This design comes from an exercise in tuning for small area, a short achievable clock period and few clock cycles per item on the open sky130 flow, not from production work.
The RTL was checked by simulation tests, not by an equivalence proof against the original design.

**design/flow/design.v**
```verilog
module mon_pixel_comp (
    input  wire         clk,
    input  wire         rst,             
    input  wire         cfg_we,
    input  wire [1:0]   cfg_addr,        
    input  wire [11:0]  cfg_wdata,
    input  wire         in_valid,
    output wire         in_ready,
    input  wire         in_layer_hit,    
    input  wire [7:0]   in_layer_alpha,  
    input  wire [29:0]  in_layer_pix,    
    input  wire [3:0]   in_plane_hit,    
    input  wire [127:0] in_plane_pix,    
    output wire         out_valid,
    input  wire         out_ready,
    output wire [35:0]  out_pix          
);
    reg [11:0] bg0, bg1, bg2;
    reg        depth10;                  
    always @(posedge clk) begin
        if (rst) begin
            bg0     <= 12'd0;
            bg1     <= 12'd0;
            bg2     <= 12'd0;
            depth10 <= 1'b0;
        end else if (cfg_we) begin
            case (cfg_addr)
                2'd0: bg0     <= cfg_wdata;
                2'd1: bg1     <= cfg_wdata;
                2'd2: bg2     <= cfg_wdata;
                2'd3: depth10 <= cfg_wdata[0];
            endcase
        end
    end
    wire advance = !out_valid || out_ready;
    assign in_ready = advance;
    reg          s1_valid;
    reg          s1_layer_hit;
    reg [7:0]    s1_layer_alpha;
    reg [29:0]   s1_layer_pix;
    reg [3:0]    s1_plane_hit;
    reg [127:0]  s1_plane_pix;
    always @(posedge clk) begin
        if (rst) begin
            s1_valid <= 1'b0;
        end else if (advance) begin
            s1_valid <= in_valid;
        end
    end
    always @(posedge clk) begin
        if (advance && in_valid) begin
            s1_layer_hit   <= in_layer_hit;
            s1_layer_alpha <= in_layer_alpha;
            s1_layer_pix   <= in_layer_pix;
            s1_plane_hit   <= in_plane_hit;
            s1_plane_pix   <= in_plane_pix;
        end
    end
    function [11:0] blend;
        input [8:0]  a;
        input [11:0] fg;
        input [11:0] bg;
        reg   [20:0] sum;
        begin
            sum   = a * fg + (9'd256 - a) * bg;
            blend = sum[19:8];
        end
    endfunction
    function [11:0] expand8;
        input [7:0] c;
        begin
            expand8 = {c, 4'b0000} + {8'd0, c[7:4]};
        end
    endfunction
    reg [11:0] v0, v1, v2;
    reg [8:0]  a;
    reg [31:0] pp;
    integer    n;
    always @(*) begin
        v0 = bg0;
        v1 = bg1;
        v2 = bg2;
        if (s1_layer_hit) begin
            a  = {1'b0, s1_layer_alpha} + {8'd0, s1_layer_alpha[7]};
            v0 = blend(a, {s1_layer_pix[29:20], 2'b00}, bg0);
            v1 = blend(a, {s1_layer_pix[19:10], 2'b00}, bg1);
            v2 = blend(a, {s1_layer_pix[9:0],   2'b00}, bg2);
        end
        for (n = 0; n < 4; n = n + 1) begin
            pp = s1_plane_pix[32*n +: 32];
            if (s1_plane_hit[n]) begin
                a  = {1'b0, pp[31:24]} + {8'd0, pp[31]};
                v0 = blend(a, expand8(pp[15:8]),  v0);    
                v1 = blend(a, expand8(pp[7:0]),   v1);    
                v2 = blend(a, expand8(pp[23:16]), v2);    
            end
        end
        if (depth10) begin
            v0[1:0] = 2'b00;
            v1[1:0] = 2'b00;
            v2[1:0] = 2'b00;
        end
    end
    reg        s2_valid;
    reg [35:0] s2_pix;
    always @(posedge clk) begin
        if (rst) begin
            s2_valid <= 1'b0;
        end else if (advance) begin
            s2_valid <= s1_valid;
        end
    end
    always @(posedge clk) begin
        if (advance && s1_valid) begin
            s2_pix <= {v0, v1, v2};
        end
    end
    assign out_valid = s2_valid;
    assign out_pix   = s2_pix;
endmodule
```
**design/flow/run.sh**
```bash
#!/bin/bash
# synth_recipe.tcl (not shown) runs the flow's synth.tcl, then flattens the netlist and writes it again
# the make line also repeats each setting of config.mk as NAME=value (left out here)
make -C /OpenROAD-flow-scripts/flow DESIGN_CONFIG=/design/flow/config.mk WORK_HOME=/design/flow/orfs CLKGATE_MAP_FILE= SYNTH_SCRIPT=/design/flow/synth_recipe.tcl finish
```
**design/flow/config.mk**
```make
export PLATFORM = sky130hd
export DESIGN_NAME = mon_pixel_comp
export DESIGN_NICKNAME = mon_pixel_comp
export VERILOG_FILES = /design/flow/design.v
export SDC_FILE = /design/flow/constraint.sdc
export NUM_CORES = 4
export LEC_CHECK = 0
export CAP_MARGIN = 20
export CORE_MARGIN = 2
export CORE_UTILIZATION = 40
export SLEW_MARGIN = 20
```
**design/flow/constraint.sdc**
```tcl
create_clock -name core_clock -period 38.0 [get_ports {clk}]
set_input_delay 7.6000 -clock core_clock [delete_from_list [all_inputs] [get_ports {clk}]]
set_output_delay 7.6000 -clock core_clock [all_outputs]
set_load 0.01 [all_outputs]
```
==> key figures <==
Run status
  • Outcome: complete, no violations

CTS
  • CTS Root Cell: clkbuf_16
  • Number of buffers added for setup after CTS: 0
  • Clock Pin Slew Worst Setup and Hold Paths: 0.06 ns
  • Number of buffers created by CTS: 41
  • Sink Count: 246
  • CTS tree: yes
  • H-tree depth: 2
  • Clock Path Buffers: 3
  • CTS Hold Bufs: 0
  • Insertion delay to the later sink of the worst-skew pair: approximately 0.72 ns

Setup path
  • Flop-to-flop setup slack: 1.84 ns
  • R2R cell count: 125
  • Reg2reg end: s2_pix[11]
  • Critical path required time: 38.46 ns
  • Worst Setup EP: s2_pix[11]
  • Crit path arrival time: 36.62 ns
  • Slowest CP cell: a2bb2oi_2
  • Worst reg2reg path startpoint: s1_layer_alpha[7]
  • Worst path max stage delay: 0.76 ns
  • CP startpoint kind: flip-flop
  • Critical Path Source: s1_layer_alpha[7]
  • Critical path class: flip-flop to flip-flop
  • Cell mode on critical path: fa_1
  • CP max FO: 21
  • CP Capture Type: flip-flop

Synthesis
  • Post-synth EDFFs: 207
  • #FFs+latches synth: 246
  • Main combinational cell family by area after synthesis: adder cells
  • Synth Instances: 13.1k
  • Synthesis Warnings: 1
  • Simple-Gate Fraction of Synth Area: 13.7%
  • Synth Area in Adders: 59.7%
  • Cell Area, Synth: 120000 um2
  • Mux cell area share after synthesis: 0.761%
  • Mean Syn Cell Area: 9.14 um2
  • Seq/Total Area, Yosys: under 10%
  • Xor/xnor share of the synthesized area: 3.70%
  • Ys async rst share: 0%
  • Top FF cell, synth: edfxtp_1
  • Synthesized net count: 17.3k
  • Synth Area in Compound Gates: approximately 3.1%
  • Post-synthesis cell type count: 94

STA
  • Setup ws final: 1.84 ns
  • Setup TNS: 0 ns
  • Tmin final: ~36 ns
  • Slew headroom: 21.3%
  • RSZ-0062 raised after global routing: false
  • Number of slew-limit violations in the final report: 0
  • Worst-margin pin slew: 1.18 ns
  • F_max: between 20 and 30 MHz
  • Fin crit share: 95.2%
  • Clock Skew: 0.0460 ns
  • Final Hold Violating Endpoints: 0
  • Final Setup Violations: 0

Cells and area
  • Final net count: ~17k
  • Multi-input logic area: 98000 um2
  • Fillers: 29.5k
  • Area Overhead vs Synth: 7.26%
  • Register Area: roughly 7000 um2
  • Share of cells above drive strength 1: 3.55%

Floorplanning
  • Die H: 552 um
  • Die Span X: 552 um
  • Initial core utilization: 40.1%
  • Rows: approximately 200
  • Core area: 299000 um2
  • # IOs: 228
  • Die ar.: 305000 um2

GRT
  • Gr ovfl total: 0
  • Largest net degree at the start of global routing: 63
  • First-pass GRT wire length: roughly 540000 um
  • Initial antenna violation count: 21
  • Total Routing Usage GR: 23.1%
  • Vias in the first global route: about 90k

Placed design
  • PortBufs: 227
  • GPL Wtd Cong: 0.924
  • Hpwl dp: 281000 um
  • Dpl ws: 1.90 ns

Detailed routing
  • Drt via density: ~5
  • Total Wirelength: 336000 um
  • WL per Instance: 19.7 um
  • DRC: 0
  • DRT Pass-1 Iters: 6
  • DR iter-0 viols: 5734
  • Routed via count: roughly 84k
  • Detail Route Antenna Nets: 0

Min path
  • Hold crit path type: flip-flop to flip-flop

Flow run
  • Max_cap viols: 0
## stage by stage
| stage | instances | hold WS, ns | instance area [um2] | util, % |
|---|---|---|---|---|
| floorplan | 13100 | 0.433 | 120000 | - |
| global placement | 17000 | 0.443 | 127000 | 42.6 |
| detailed placement | 17000 | 0.453 | 127000 | 42.6 |
| CTS | 17100 | 0.466 | 129000 | 43.0 |
| global route | 17100 | 0.503 | 129000 | 43.0 |
| finish | 17100 | 0.461 | 129000 | 43.0 |
## flip-flops by register name, indices dropped and copies added, names as in the netlist
| register | count |
|---|---|
| s1_plane_pix | 128 |
| s2_pix | 36 |
| s1_layer_pix | 30 |
| bg0 | 12 |
| bg1 | 12 |
| bg2 | 12 |
| s1_layer_alpha | 8 |
| s1_plane_hit | 4 |
| depth10 | 1 |
| s1_layer_hit | 1 |
| s1_valid | 1 |
| s2_valid | 1 |
## area by class of cell
cell class | count | share of cell area, %
clock inverter | 30 | 0.244
clock buffer | 45 | 0.824
timing repair buffer | 418 | 2.87
multi-input combinational | 8689 | 76.1
antenna | 4 | 0.00777
inverter | 3670 | 10.7
sequential | 246 | 5.43
tap | 3958 | 3.85
## Yosys cell counts, types with 10 or more instances
| master | instances | area share, % |
|---|---|---|
| inv_1 | 3663 | 11 |
| fa_1 | 2931 | 49 |
| nand2_1 | 1890 | 5.9 |
| ha_1 | 1044 | 11 |
| and2_1 | 807 | 4.2 |
| clkbuf_1 | 485 | 1.5 |
| nor2_1 | 440 | 1.4 |
| xnor2_1 | 350 | 2.6 |
| edfxtp_1 | 207 | 5.2 |
| a21oi_1 | 205 | 0.85 |
| xor2_1 | 145 | 1.1 |
| nor2b_1 | 122 | 0.64 |
| o21ai_0 | 71 | 0.30 |
| nor3_1 | 61 | 0.25 |
| nand3_1 | 57 | 0.24 |
| a21o_1 | 56 | 0.35 |
| mux2_2 | 50 | 0.47 |
| nand2b_1 | 46 | 0.24 |
| o21a_1 | 40 | 0.25 |
| buf_1 | 39 | 0.12 |
| dfxtp_1 | 39 | 0.65 |
| mux2i_1 | 35 | 0.29 |
| o31ai_1 | 26 | 0.16 |
| and3_1 | 25 | 0.13 |
| o21bai_1 | 24 | 0.15 |
| or2_2 | 24 | 0.13 |
| or3_1 | 19 | 0.099 |
| a31oi_1 | 18 | 0.094 |
| and4_1 | 17 | 0.12 |
| a211oi_1 | 12 | 0.075 |
| a31o_2 | 10 | 0.073 |
## kinds of logic after synthesis
kind of cell / count (synthesis)
buf+inv: 4203
fa+ha+maj: 3975
simple gates: 3563
compound gates: 566
xor+xnor: 500
flops: 246
mux: 85
## worst max-delay path: cells and delay by family, from the launching register on
kind                       cells  cell delay, ns
AOI/OAI and AO/OA             33            8.18
xor gates and xnor gates      11            2.55
and+or+nand+nor               20            3.55
muxes                          1            0.20
adders and majority gates     43           19.54
DFF                            1            0.49
buffers and inverters         17            1.36
## layout by cell type, fill, tap and decap left out, types with 123 or more instances in the layout
cell,count
and2_1,805
inv_1,3663
edfxtp_1,207
fa_1,2931
ha_1,1039
nand2_1,1890
xor2_1,123
clkdlybuf4s50_1,226
buf_4,191
nor2_1,438
xnor2_1,307
a21oi_1,195
## worst min path at each step
stage                     startpoint       end  slack [ns]  cells after the start
after floorplan             s1_valid  s2_valid        0.43                      2
after global placement      s1_valid  s2_valid        0.44                      2
after detailed placement    s1_valid  s2_valid        0.45                      2
after CTS                   s1_valid  s2_valid        0.47                      2
after global routing        s1_valid  s2_valid        0.50                      2
final                       s1_valid  s2_valid        0.46                      2
## timing repair
action	4_1_cts	5_1_grt
hold endpoints to repair	0	0
endpoints found under the setup margin	0	1
gates resized for setup	0	1
## layer usage
layer  routed length [um]  GRT usage, %
met1               148000          32.7
met2               157000          37.4
met3                23200          3.53
met4                 7900          5.00
met5                  137             0
Testbench counts, summed over its fixed seeds: cycles 24,016, items 24,000.

## static timing again, ports no longer ideal
The results above use ideal ports. As a check the final layout listed here was re-extracted and re-timed, cells and wires unchanged.
Step 1: set_driving_cell puts a clkbuf_16 on clk and a buf_2 on each other input, an assumption about the parent block.
Step 2, shift: input delay + t, output delay - t, t = (earliest + latest rising clock arrival at the registers) / 2. This alone moves slack from input paths to output paths.
Slacks: no drivers / after step 1 / after step 2; pairs: no drivers / after step 1.
t, ns: 0.798
setup slack, ns: 1.842 / 1.842 / 1.842
worst setup path after step 2: register to register
pins driven straight from the clock port: 1
After both steps setup and hold are still met in this run. The setup slack of this run moves by 0.000 ns with the drivers and by 0.000 ns with both steps.
